Background: an optimization exercise with open tools, aiming at small area, a short achievable clock period and few clock cycles per item. Do not read the settings as production practice. The RTL was checked by simulation tests, not by an equivalence proof against the original design. No activity file was given, so power comes from the tool's default toggle rates.

Setup of job 753:
Design contone_block_dec, start of the top module:
module contone_block_dec (
    input  wire       clk,
    input  wire       rst,           
    input  wire       in_valid,      
    output reg        in_ready,
    input  wire [7:0] in_data,
    input  wire       n_valid,       
    output reg        n_ready,
    input  wire [7:0] n_data,
    input  wire       n_sol,         
    output reg        out_valid,     
    input  wire       out_ready,
    output reg  [7:0] out_data,
    output reg        out_last       
);
    reg  [23:0] bb;                  
    reg  [4:0]  bn;
    wire        in_fire = in_valid & in_ready;
    wire [1:0]  bm  = bn[4:3];
    wire [2:0]  pad = bn[2:0];
    reg  [21:0] bw;                      
    always @(*) begin
        case (bm)
            2'd0:    bw = {bb[6:0], 15'd0};
            2'd1:    bw = {bb[14:0], 7'd0};
            2'd2:    bw = bb[22:1];
            default: bw = {7'd0, bb[23:9]};
        endcase
    end
    wire [21:0] bws = bw >> pad;
    wire [14:0] win = bws[14:0];         
    wire [7:0]  hdr = (bm == 2'd3) ? bb[23:16] : (bm == 2'd2) ? bb[15:8] : bb[7:0];
    reg         active;              
    reg         kzero, kesc;         
    reg  [1:0]  sel_p;
    reg  [2:0]  sel_k;
    reg  [5:0]  cnt;                 
    reg  [1:0]  qa;                  
    reg         tv;
    reg  [7:0]  tz;
    reg  [3:0]  tp;                  
  ...
For scale: ~1,000 cells after synthesis, roughly 110 flip-flops, ~34 I/O pins, about 0.0096 mm^2 of cells after synthesis.
Settings: LEC_CHECK=0, CAP_MARGIN=50, CORE_MARGIN=2, CORE_UTILIZATION=40, SLEW_MARGIN=80; clock period 12.0 ns.
run.sh (not shown) runs the stock make flow with config.mk's settings and CLKGATE_MAP_FILE= SYNTH_SCRIPT=/design/flow/synth_recipe.tcl, a recipe that flattens the netlist after the stock synthesis.
Every stage of the flow completed for job 753, and the final layout passed the timing, design-rule and antenna checks.
Testbench counts of job 753, summed over its fixed seeds: cycles 169,781, blocks 2,560.
The inputs of job 1589 differ from those of job 753 as listed below.
Settings: CAP_MARGIN: 50 -> 20; ABC_AREA: unset -> 1; SLEW_MARGIN: 80 -> 20.
==> flow/flow/run.sh (new file) <==
#!/bin/bash
# Standard layout with three changes after the standard synthesis: the
# slow delay buffers are not used for repair and port buffers, every port
# gets a plain buffer, and timing repair aims for 7.5 ns of setup slack.
set -euo pipefail
bash standard.sh synth > synth.log 2>&1
export DONT_USE_CELLS="sky130_fd_sc_hd__clkdlybuf4s15_1 sky130_fd_sc_hd__clkdlybuf4s15_2 sky130_fd_sc_hd__clkdlybuf4s18_1 sky130_fd_sc_hd__clkdlybuf4s18_2 sky130_fd_sc_hd__clkdlybuf4s25_1 sky130_fd_sc_hd__clkdlybuf4s25_2 sky130_fd_sc_hd__clkdlybuf4s50_1 sky130_fd_sc_hd__clkdlybuf4s50_2"
export BUFFER_PORTS_ARGS="-buffer_cell sky130_fd_sc_hd__buf_4"
export SETUP_SLACK_MARGIN=7.5
bash standard.sh > layout.log 2>&1
==> flow/standard.sh (new file) <==
#!/bin/bash
# synth_recipe.tcl (not shown) runs the flow's synth.tcl, then flattens the netlist and writes it again
# the make line also repeats each setting of config.mk as NAME=value (left out here)
make -C /OpenROAD-flow-scripts/flow DESIGN_CONFIG=/design/flow/config.mk WORK_HOME=/design/flow/orfs CLKGATE_MAP_FILE= SYNTH_SCRIPT=/design/flow/synth_recipe.tcl "${@:-finish}"
removed: flow/run.sh
==> summary.txt <==
- Share of cells above drive strength 1 (lower): job 1589
- Compared with job 753, job 1589 shows a higher sequential share of power.
- Looking at job 1589 and job 753, the data required time at the worst endpoint is a wash.
- Job 753 ended up with bn[4] as its endpoint of the worst setup timing path; job 1589 ended up with in_ready.
> inputs changed (job 1589 -> job 7736)
Settings: clearing ABC_AREA, which used to be 1.
==> flow/run.sh (new file) <==
#!/bin/bash
# synth_recipe.tcl (not shown) runs the flow's synth.tcl, then flattens the netlist and writes it again
# the make line also repeats each setting of config.mk as NAME=value (left out here)
make -C /OpenROAD-flow-scripts/flow DESIGN_CONFIG=/design/flow/config.mk WORK_HOME=/design/flow/orfs CLKGATE_MAP_FILE= SYNTH_SCRIPT=/design/flow/synth_recipe.tcl finish
removed: flow/flow/run.sh
removed: flow/standard.sh
Results
On job 7736: final non-filler cell area is 590 um^2 lower than what job 1589 gave.
Looking at depth of the critical timing path with buffers and inverters included, job 7736 sits 1 lower than job 1589 does.
Measured against each other, job 7736 and job 1589 differ in sequential power, the higher figure coming from job 7736.
Worst path setup slack after routing, job 7736 and job 1589, lower one = job 7736.
The type of the worst setup path comes out in -> reg in one run and reg -> reg in the other, namely in job 1589 and job 7736 respectively.
Lower sequential share of layout area goes to job 1589 over job 7736.
The run with more routed wire is job 1589, not job 7736.
When the final numbers for job 7736 and job 1589 were put side by side, the power density over the cells turned out to be greater in job 7736.
Sort job 7736 and job 1589 by net count after synthesis desc -> top: job 1589

## what the ideal ports hide
The flow's constraints put no driver on any port. The routed layouts listed below were extracted and timed again, unchanged, in two steps. Step 1 assumes that a clkbuf_16 drives the clock port and a buf_2 every other input. Step 2 also shifts input and output timing later by t, the mid clock arrival at the registers, as if the neighbouring blocks saw the same clock. Slacks: no drivers / after step 1 / after step 2; pairs: no drivers / after step 1.
run	t, ns	slack for setup (ns)	worst hold slack (ns)	worst setup path at the end	cell pins on the clock port's net
job 753	0.405	5.519 / 5.519 / 5.519	0.477 / 0.477 / 0.477	register to register	1
job 1589	0.408	7.883 / 7.904 / 7.501	0.477 / 0.477 / 0.477	input to register	1
job 7736	0.412	6.452 / 6.452 / 6.452	0.484 / 0.484 / 0.484	register to register	1
After both steps setup and hold are still met in every run listed. For job 1589, which loses most, drivers alone change the setup slack by +0.021 ns; drivers and shift together by -0.382 ns.
